This design comes from an exercise in tuning for small area, a short achievable clock period and few clock cycles on the open sky130 flow, not from production work.
In this exercise RTL edits were held to simulation tests only and were not proved equivalent to the original.

Design sp_profile, start of the top module:
module sp_profile (
    input  wire        clk,
    input  wire        rst,
    input  wire        in_valid,
    output wire        in_ready,
    input  wire        in_init,
    input  wire [15:0] in_target,
    input  wire [31:0] in_vmax,
    input  wire [31:0] in_amax,
    input  wire [31:0] in_jmax,
    output reg         out_valid,
    output reg  [15:0] out_sp,
    output wire [32:0] out_v,
    output wire [32:0] out_a
);
Size: roughly 570 flip-flops, ~200 I/O pins, roughly 72000 sq um of cells after synthesis.
clock: 40.0 ns
lec_check: 0
abc_area: 1
cap_margin: 20
core_margin: 2
core_utilization: 40
slew_margin: 20
run.sh (not shown) runs the stock make flow with config.mk's settings and CLKGATE_MAP_FILE= SYNTH_SCRIPT=/design/flow/synth_recipe.tcl, a recipe that flattens the netlist after the stock synthesis.
Testbench counts at the start, summed over its fixed seeds: cycles 167,857.
Edit:
--- a/flow/design.v
+++ b/flow/design.v
@@ -23,16 +23,14 @@
     reg  signed [33:0] vhi;    
     reg  signed [15:0] tgt;
     reg  [31:0] vmax, amax, jmax;
     reg         init;
     reg  signed [40:0] r;      
     reg         cruise;        
     reg  [65:0] x;             
-    reg         mfin;          
-    reg  [5:0]  k0;            
     reg  [34:0] rem;           
     reg  [32:0] root;          
     reg  [32:0] y;             
     reg  [6:0]  cnt;           
     reg         ymax_r, ylow_r, yhigh_r, known_r;
     assign out_v = v;
     assign out_a = a;
@@ -84,19 +82,16 @@
     wire [6:0]  mv2  = mv1 * mv1;
     wire        sure = (amax != 32'd0) &&
                        ((e >= 8'sd1) || (e == 8'sd0 && {mar, 1'b0} >= mv2) ||
                         (e == -8'sd1 && {1'b0, mar} >= mv2));
     wire [5:0]  lap1 = la + 6'd1;
     wire [6:0]  lsum = {1'b0, la} + {1'b0, lr} + 7'd3;
     wire [36:0] amx_ext = {4'd0, amax, 1'b0};
-    wire        in_s1   = (st == S1);
-    wire [3:0]  dig     = in_s1 ? lap1[5:2] : cnt[3:0];
-    wire [4:0]  win     = amx_ext[{dig, 2'b00} +: 5];
-    wire [40:0] r_m     = in_s1 ? r_in : r;
-    wire [65:0] r66     = {{25{r_m[40]}}, r_m};
+    wire [4:0]  win     = amx_ext[{cnt[3:0], 2'b00} +: 5];
+    wire [65:0] r66     = {{25{r[40]}}, r};
     function [66:0] bterm;    
         input [2:0]  t;
         input [65:0] rr;
         input        neg_r;
         input        sh3;
         reg          b_neg, b_two, b_zero;
         reg [65:0]   mag;
@@ -105,17 +100,17 @@
             b_two  = (t == 3'b011) || (t == 3'b100);
             b_zero = (t == 3'b000) || (t == 3'b111);
             mag    = b_zero ? 66'd0 : (sh3 ? (b_two ? {rr[61:0], 4'd0} : {rr[62:0], 3'd0})
                                            : (b_two ? {rr[63:0], 2'd0} : {rr[64:0], 1'd0}));
             bterm  = {b_neg && !b_zero, (b_neg && !b_zero) ? ~mag : mag};
         end
     endfunction
-    wire [66:0] bt1   = bterm(win[4:2], r66, r_m[40], 1'b1);
-    wire [66:0] bt0   = bterm(win[2:0], r66, r_m[40], 1'b0);
-    wire [65:0] csa_a = {in_s1 ? 62'd0 : x[61:0], 3'b000, bt1[66]};
+    wire [66:0] bt1   = bterm(win[4:2], r66, rneg, 1'b1);
+    wire [66:0] bt0   = bterm(win[2:0], r66, rneg, 1'b0);
+    wire [65:0] csa_a = {x[61:0], 3'b000, bt1[66]};
     wire [65:0] csa_s = csa_a ^ bt1[65:0] ^ bt0[65:0];
     wire [65:0] csa_c = (csa_a & bt1[65:0]) | (csa_a & bt0[65:0]) | (bt1[65:0] & bt0[65:0]);
     wire [65:0] x_mul = csa_s + {csa_c[64:0], bt0[66]};
     wire [1:0]  pair   = x[{cnt[5:0], 1'b0} +: 2];
     wire [36:0] rem_sh = {rem, pair};
     wire [36:0] diff   = rem_sh - {2'b00, root, 2'b01};
     wire        fits   = !diff[36];
@@ -126,15 +121,15 @@
     wire        vm_ge  = vm34 >= vhi;
     wire        mvm    = cruise || ymax_r;
     wire        low    = vm_le || (!mvm && ylow_r);
     wire        high   = mvm ? vm_ge : yhigh_r;
     wire        known  = cruise || known_r;
     wire        sq_go  = (st == SQ);
     wire [32:0] y_nx   = (sq_go && fits) ? (y | ybit) : y;
-    wire [6:0]  cnt_nx = sq_go ? cnt - 7'd1 : {1'b0, k0};
+    wire [6:0]  cnt_nx = sq_go ? cnt - 7'd1 : {1'b0, lsum[6:1]};
     wire [32:0] msk_nx;     
     generate
         for (gi = 0; gi < 33; gi = gi + 1) begin : g_msk_nx
             assign msk_nx[gi] = !cnt_nx[6] && (cnt_nx[5:0] >= gi);
         end
     endgenerate
     wire        ymax_nx  = y_nx >= {1'b0, vmax};
@@ -202,26 +197,23 @@
                     v      <= vn_in[32:0];
                     a      <= lo_in[32:0];
                     hi     <= hi_in[32:0];
                     vlo    <= vlo_in;
                     vhi    <= vhi_in;
                     r      <= r_in;
                     cruise <= sure;
-                    x      <= x_mul;
-                    mfin   <= (lap1[5:2] == 4'd0);
-                    k0     <= lsum[6:1];
-                    cnt    <= {3'b000, lap1[5:2]} - 7'd1;
+                    x      <= 66'd0;
+                    cnt    <= {3'b000, lap1[5:2]};
                     y      <= 33'd0;
                     st     <= sure ? SQ : MUL;
                 end
                 MUL: begin
-                    if (!mfin)
-                        x <= x_mul;
+                    x   <= x_mul;
                     cnt <= cnt - 7'd1;
-                    if (mfin || cnt == 7'd0) begin
+                    if (cnt == 7'd0) begin
                         cnt     <= cnt_nx;
                         ymax_r  <= ymax_nx;
                         ylow_r  <= ylow_nx;
                         yhigh_r <= yhigh_nx;
                         known_r <= known_nx;
                         rem  <= 35'd0;
                         root <= 33'd0;
Routed wire length hardly moves.
Global-route usage came out higher by 0.78 points.
Die area came out lower by a few percent.
Via count came out lower slightly.
Non-clock buffer count came out lower by 9.
Cell count came out lower by a few percent.
Testbench counts after the change, summed over its fixed seeds: cycles 173,887.

port drivers added, routing unchanged:
The results above use ideal ports. As a check the final layouts listed here were re-extracted and re-timed, cells and wires unchanged. Step 1, drivers: a clkbuf_16 drives clk and a buf_2 each remaining input, both assumed. Step 2 also shifts input and output timing later by t, the mid clock arrival at the registers, as if the neighbouring blocks saw the same clock. Three values: ideal, step 1, step 2; two values: the first two.
run | t (ns) | slack for setup (ns) | latest minus earliest clock arrival (ns) | worst slew at a driven data input, ns | cell pins on the clock port's net
the first run | 0.794 | 25.870 / 25.790 / 26.583 | 0.032 / 0.031 | 0.09 | 1
the second run | 0.823 | 27.361 / 27.272 / 28.095 | 0.052 / 0.052 | 0.05 | 1
After both steps every run listed still meets setup and hold.
